From an optimization exercise on the open Yosys and OpenROAD flow, aimed at small area; shortcuts taken in it are not production practice.
Where RTL was checked, it was by simulation tests only, not by an equivalence proof against the original.
Power and IR drop assume default switching activity.

// twist_framer
module twist_framer (
    input  wire        clk,
    input  wire        rst,           
    input  wire [3:0]  lane,          
    input  wire [7:0]  tap,
    input  wire [15:0] fleyth,
    input  wire [1:0]  just,
    input  wire        lf,
    input  wire        cwv,
    input  wire [14:0] cwp,
    input  wire [43:0] unit_id,
    input  wire [7:0]  mode0,
    input  wire [7:0]  mode1,
    input  wire [7:0]  lane_info,
    input  wire [7:0]  bundle,
    input  wire [39:0] pl_word,
    output wire        pl_take,
    output reg  [1:0]  sym,
    output wire        frame_start,
    output reg         stuff,
    output wire        ovf
);
For scale: roughly 920 cells after synthesis, roughly 230 flip-flops, roughly 170 I/O pins, roughly 11000 um2 of cells after synthesis.
==> module twist_framer, before the edit <==
module twist_framer (
    input  wire        clk,
    input  wire        rst,           
    input  wire [3:0]  lane,          
    input  wire [7:0]  tap,
    input  wire [15:0] fleyth,
    input  wire [1:0]  just,
    input  wire        lf,
    input  wire        cwv,
    input  wire [14:0] cwp,
    input  wire [43:0] unit_id,
    input  wire [7:0]  mode0,
    input  wire [7:0]  mode1,
    input  wire [7:0]  lane_info,
    input  wire [7:0]  bundle,
    input  wire [39:0] pl_word,
    output wire        pl_take,
    output reg  [1:0]  sym,
    output wire        frame_start,
    output reg         stuff,
    output wire        ovf
);
    localparam [30:0] FAW      = 31'h7125_B696;
    localparam [43:0] SEED_LOW = 44'h5A5_A5A5_A5A5;
    reg [13:0] pos;           
    reg [4:0]  fn;
    reg [2:0]  scr_ofs;
    reg        run_ovf;
    reg [5:0]  run_len;
    reg [9:0]  widx;          
    reg [4:0]  wsym;          
    reg [1:0]  just_q;
    reg [79:0] mf;            
    reg [57:0] scr;           
    reg [37:0] wsr;           
    wire        latch      = (pos == 14'd1);
    wire        in_faw     = (pos < 14'd31);
    wire        is_guard   = (&pos);
    wire        content_left = (widx != 10'd814);
    wire        in_oh      = (&widx[9:2]);
    wire        active     = !in_faw && !is_guard;
    wire        is_stuff   = active && (run_len == 6'd47) && content_left;
    wire        is_content = active && !is_stuff && content_left;
    wire        is_oh      = is_content && in_oh;
    wire        is_payload = is_content && !in_oh;
    wire        oh_crc     = (&widx[1:0]) && (wsym >= 5'd12);       
    wire        oh_last    = (&widx[1:0]) && (wsym == 5'd19);       
    wire        word_start = (wsym == 5'd0);
    wire        data_word  = (widx < 10'd812) ||
                             (widx == 10'd812 && !just_q[1]) ||
                             (widx == 10'd813 && just_q == 2'd0);
    assign pl_take     = is_payload && word_start && data_word;
    assign frame_start = latch;
    assign ovf         = (pos == 14'd0) && run_ovf;
    wire [1:0]  just_eff = (just == 2'd3) ? 2'd1 : just;
    wire [79:0] mf_in    = {unit_id, lane, mode0, mode1, lane_info, bundle};
    localparam [15:0] CRC_OF_ZEROS = 16'hE139;   
    wire [6:0]  crc_t    = pos[6:0];                    
    wire        crc_win  = (fn == 5'd19) && (&pos[13:7]) &&
                           (crc_t >= 7'd16) && (crc_t < 7'd96);
    wire        fn_hi    = fn[4] && fn[2];                  
    wire [4:0]  nib_idx  = (fn == 5'd19 && pos[13]) ? crc_t[6:2] :
                           fn_hi ? {3'b000, fn[1:0]} : fn;
    reg  [3:0]  nib;
    always @(*) begin
        case (nib_idx)
            5'd0: nib = mf[79:76];
            5'd1: nib = mf[75:72];
            5'd2: nib = mf[71:68];
            5'd3: nib = mf[67:64];
            5'd4: nib = mf[63:60];
            5'd5: nib = mf[59:56];
            5'd6: nib = mf[55:52];
            5'd7: nib = mf[51:48];
            5'd8: nib = mf[47:44];
            5'd9: nib = mf[43:40];
            5'd10: nib = mf[39:36];
            5'd11: nib = mf[35:32];
            5'd12: nib = mf[31:28];
            5'd13: nib = mf[27:24];
            5'd14: nib = mf[23:20];
            5'd15: nib = mf[19:16];
            5'd16: nib = mf[15:12];
            5'd17: nib = mf[11:8];
            5'd18: nib = mf[7:4];
            5'd19: nib = mf[3:0];
            default: nib = 4'b0000;         
        endcase
    end
    wire        crc_in   = nib[3 - pos[1:0]];            
    wire [15:0] crc_step = {mf[78:64], crc_in} ^ (mf[79] ? 16'h1021 : 16'h0000);
    wire [3:0]  crc_fix  = CRC_OF_ZEROS[15 - 4 * fn[1:0] -: 4];
    wire [3:0]  mfb      = (fn == 5'd0) ? unit_id[43:40] :
                           fn_hi ? nib ^ crc_fix : nib;
    wire [55:0] oh_body  = {tap, fleyth, fn, scr_ofs, mfb, just_eff, run_ovf, lf, cwv, cwp};
    wire        sb1  = scr[57] ^ scr[38];
    wire        sb2  = scr[56] ^ scr[37];
    wire [57:0] scr2 = {scr[55:0], sb1, sb2};
    wire [1:0] pw    = word_start ? pl_word[39:38] : wsr[37:36];
    wire [1:0] pbits = data_word ? pw : 2'b00;
    wire [1:0] sbits = pbits ^ {sb1, sb2};
    wire [1:0] plev  = {sbits[1], sbits[1] ^ sbits[0]};    
    wire       ohbit = oh_crc ? (wsym[0] ? scr[6] : scr[7])
                              : (wsym[0] ? scr[56] : scr[57]);
    wire       c_mask = (widx[1:0] == 2'd0) || (widx[1:0] == 2'd1 && wsym[4:1] == 4'd0);
    wire       fbA   = in_oh && !oh_crc && (scr[57] ^ (scr[7] && !c_mask));
    wire       fbB   = in_oh && !oh_crc && (scr[56] ^ (scr[6] && !c_mask));
    reg [1:0] level;
    always @(*) begin
        if (in_faw)
            level = {2{FAW[30 - pos[4:0]]}};
        else if (is_oh)
            level = {2{ohbit}};
        else if (is_payload)
            level = plev;
        else
            level = {2{~sym[1]}};
    end
    always @(posedge clk) begin
        if (rst) begin
            pos     <= 14'd0;
            fn      <= 5'd0;
            scr_ofs <= 3'd0;
            run_ovf <= 1'b0;
            sym     <= 2'd0;
            run_len <= 6'd0;
            stuff   <= 1'b0;
        end else begin
            pos   <= pos + 14'd1;
            sym   <= level;
            stuff <= is_stuff;
            if (level == sym)
                run_len <= run_len + 6'd1;
            else
                run_len <= 6'd1;
            if (is_guard) begin
                fn      <= (fn == 5'd23) ? 5'd0 : fn + 5'd1;
                run_ovf <= content_left;
                if (content_left)
                    scr_ofs <= scr_ofs + 3'd1;
            end
        end
    end
    always @(posedge clk) begin
        if (latch) begin
            widx <= 10'd1020;
            wsym <= 5'd16;
        end else if (is_content) begin
            if (wsym == 5'd19) begin
                wsym <= 5'd0;
                widx <= widx + 10'd1;
            end else begin
                wsym <= wsym + 5'd1;
            end
        end
    end
    always @(posedge clk)
        if (latch)
            just_q <= just_eff;
    always @(posedge clk)
        if (latch && fn == 5'd0)
            mf <= mf_in;
        else if (crc_win)
            mf[79:64] <= crc_step;
    always @(posedge clk) begin
        if (latch)
            scr <= {oh_body, 2'b00};
        else if (is_oh && oh_last)
            scr <= {2'b10, scr_ofs, fn, wsr[3:0], SEED_LOW};
        else if (is_payload || (is_oh && wsym[0]))
            scr <= {scr[55:2], scr[1] ^ fbA, scr[0] ^ fbA ^ fbB,
                    in_oh ? {fbA ^ fbB, fbB} : {sb1, sb2}};
    end
    always @(posedge clk) begin
        if (latch)
            wsr[3:0] <= lane;
        else if (is_payload) begin
            if (word_start)
                wsr <= pl_word[37:0];
            else
                wsr <= {wsr[35:0], 2'b00};
        end
    end
endmodule
==> flow/config.mk <==
export PLATFORM = sky130hd
export DESIGN_NAME = twist_framer
export DESIGN_NICKNAME = twist_framer
export VERILOG_FILES = /design/flow/design.v
export SDC_FILE = /design/flow/constraint.sdc
export NUM_CORES = 4
export LEC_CHECK = 0
export CAP_MARGIN = 0
export CORE_MARGIN = 2
export CORE_UTILIZATION = 40
export CTS_BUF_LIST = sky130_fd_sc_hd__clkbuf_2 sky130_fd_sc_hd__clkbuf_4 sky130_fd_sc_hd__clkbuf_8
export CTS_CLUSTER_DIAMETER = 100
export CTS_CLUSTER_SIZE = 30
export SLEW_MARGIN = 0
==> flow/constraint.sdc <==
create_clock -name core_clock -period 8.0 [get_ports {clk}]
set_input_delay 1.6000 -clock core_clock [delete_from_list [all_inputs] [get_ports {clk}]]
set_output_delay 1.6000 -clock core_clock [all_outputs]
set_load 0.01 [all_outputs]
standard.sh (not shown) runs the stock make flow with config.mk's settings and CLKGATE_MAP_FILE= SYNTH_SCRIPT=/design/flow/synth_recipe.tcl, a recipe that flattens the netlist after the stock synthesis.
==> flow/flow/run.sh <==
#!/bin/bash
# Layout: the standard ORFS flow, with the port buffers made from the
# smallest buffer cell and a clock tree of sky130_fd_sc_hd__clkbuf_16 leaf buffers without dummy loads.
set -euo pipefail
bash standard.sh \
  BUFFER_PORTS_ARGS="-buffer_cell sky130_fd_sc_hd__buf_1" \
  CTS_ARGS="-sink_clustering_enable -repair_clock_nets -dont_use_dummy_load -sink_clustering_size 30 -sink_clustering_max_diameter 100 -buf_list {sky130_fd_sc_hd__clkbuf_16}" \
  finish > standard_flow.log 2>&1
The baseline went through all stages and came out clean.
==> next run, changes <==
--- a/flow/design.v
+++ b/flow/design.v
@@ -27,12 +27,13 @@
     reg [2:0]  scr_ofs;
     reg        run_ovf;
     reg [5:0]  run_len;
     reg [9:0]  widx;          
     reg [4:0]  wsym;          
     reg [1:0]  just_q;
+    reg [15:0] crc16;
     reg [79:0] mf;            
     reg [57:0] scr;           
     reg [37:0] wsr;           
     wire        latch      = (pos == 14'd1);
     wire        in_faw     = (pos < 14'd31);
     wire        is_guard   = (&pos);
@@ -41,60 +42,32 @@
     wire        active     = !in_faw && !is_guard;
     wire        is_stuff   = active && (run_len == 6'd47) && content_left;
     wire        is_content = active && !is_stuff && content_left;
     wire        is_oh      = is_content && in_oh;
     wire        is_payload = is_content && !in_oh;
     wire        oh_crc     = (&widx[1:0]) && (wsym >= 5'd12);       
+    wire        oh_mfb     = !widx[0] && (wsym[4:2] == 3'd2);  
     wire        oh_last    = (&widx[1:0]) && (wsym == 5'd19);       
     wire        word_start = (wsym == 5'd0);
     wire        data_word  = (widx < 10'd812) ||
                              (widx == 10'd812 && !just_q[1]) ||
                              (widx == 10'd813 && just_q == 2'd0);
     assign pl_take     = is_payload && word_start && data_word;
     assign frame_start = latch;
     assign ovf         = (pos == 14'd0) && run_ovf;
     wire [1:0]  just_eff = (just == 2'd3) ? 2'd1 : just;
     wire [79:0] mf_in    = {unit_id, lane, mode0, mode1, lane_info, bundle};
-    localparam [15:0] CRC_OF_ZEROS = 16'hE139;   
-    wire [6:0]  crc_t    = pos[6:0];                    
-    wire        crc_win  = (fn == 5'd19) && (&pos[13:7]) &&
-                           (crc_t >= 7'd16) && (crc_t < 7'd96);
-    wire        fn_hi    = fn[4] && fn[2];                  
-    wire [4:0]  nib_idx  = (fn == 5'd19 && pos[13]) ? crc_t[6:2] :
-                           fn_hi ? {3'b000, fn[1:0]} : fn;
-    reg  [3:0]  nib;
+    reg  [3:0]  mfb;
     always @(*) begin
-        case (nib_idx)
-            5'd0: nib = mf[79:76];
-            5'd1: nib = mf[75:72];
-            5'd2: nib = mf[71:68];
-            5'd3: nib = mf[67:64];
-            5'd4: nib = mf[63:60];
-            5'd5: nib = mf[59:56];
-            5'd6: nib = mf[55:52];
-            5'd7: nib = mf[51:48];
-            5'd8: nib = mf[47:44];
-            5'd9: nib = mf[43:40];
-            5'd10: nib = mf[39:36];
-            5'd11: nib = mf[35:32];
-            5'd12: nib = mf[31:28];
-            5'd13: nib = mf[27:24];
-            5'd14: nib = mf[23:20];
-            5'd15: nib = mf[19:16];
-            5'd16: nib = mf[15:12];
-            5'd17: nib = mf[11:8];
-            5'd18: nib = mf[7:4];
-            5'd19: nib = mf[3:0];
-            default: nib = 4'b0000;         
-        endcase
+        if (fn == 5'd0)
+            mfb = unit_id[43:40];
+        else if (fn >= 5'd20)
+            mfb = crc16[15:12];
+        else
+            mfb = mf[79 - 4 * fn -: 4];
     end
-    wire        crc_in   = nib[3 - pos[1:0]];            
-    wire [15:0] crc_step = {mf[78:64], crc_in} ^ (mf[79] ? 16'h1021 : 16'h0000);
-    wire [3:0]  crc_fix  = CRC_OF_ZEROS[15 - 4 * fn[1:0] -: 4];
-    wire [3:0]  mfb      = (fn == 5'd0) ? unit_id[43:40] :
-                           fn_hi ? nib ^ crc_fix : nib;
     wire [55:0] oh_body  = {tap, fleyth, fn, scr_ofs, mfb, just_eff, run_ovf, lf, cwv, cwp};
     wire        sb1  = scr[57] ^ scr[38];
     wire        sb2  = scr[56] ^ scr[37];
     wire [57:0] scr2 = {scr[55:0], sb1, sb2};
     wire [1:0] pw    = word_start ? pl_word[39:38] : wsr[37:36];
     wire [1:0] pbits = data_word ? pw : 2'b00;
@@ -157,14 +130,18 @@
     always @(posedge clk)
         if (latch)
             just_q <= just_eff;
     always @(posedge clk)
         if (latch && fn == 5'd0)
             mf <= mf_in;
-        else if (crc_win)
-            mf[79:64] <= crc_step;
+    always @(posedge clk) begin
+        if (latch && fn == 5'd0)
+            crc16 <= 16'hFFFF;
+        else if (is_oh && oh_mfb)
+            crc16 <= {crc16[14:0], 1'b0} ^ ((crc16[15] ^ ohbit) ? 16'h1021 : 16'h0000);
+    end
     always @(posedge clk) begin
         if (latch)
             scr <= {oh_body, 2'b00};
         else if (is_oh && oh_last)
             scr <= {2'b10, scr_ofs, fn, wsr[3:0], SEED_LOW};
         else if (is_payload || (is_oh && wsym[0]))
What happened: The new run went through all stages and came out clean. Global-route usage fell by 2.1 points. Core utilization drops by 0.24 points. Worst setup slack improved by 0.86 ns. Non-clock buffer count is lower by 4. Routed wire length is lower by 11%. Final area grows by 2.0%. Count of clock-buffer cells in the layout is unchanged. Clock power barely changes. Flip-flop and latch count came out higher by 16. Area after synthesis went up by about 2%. Sequential power goes up by about 4%. Total power rose by about 2.5%. Cell count went down by 0.58%. Combinational power fell by about 8%.
The RTL of the second run of this note was laid out without a check of its function.

==> re-timing with driven ports <==
The results above use ideal ports. As a check the final layouts listed here were re-extracted and re-timed, cells and wires unchanged.
Step 1 sets driving cells, clkbuf_16 on the clock port and buf_2 on the other inputs (assumed; they add their load-dependent delay and slew).
Step 2 also shifts input and output timing later by t, the mid clock arrival at the registers, as if the neighbouring blocks saw the same clock.
Three values: ideal ports, drivers, drivers and shift; two values: the first two.
run	t (ns)	setup slack, ns	latest minus earliest clock arrival (ns)	worst register clock-pin slew, ns
the first run	0.503	2.682 / 2.634 / 3.137	0.079 / 0.079	0.12 / 0.12
the second run	0.518	3.545 / 3.500 / 4.018	0.032 / 0.032	0.11 / 0.11
After both steps every run listed still meets setup and hold.
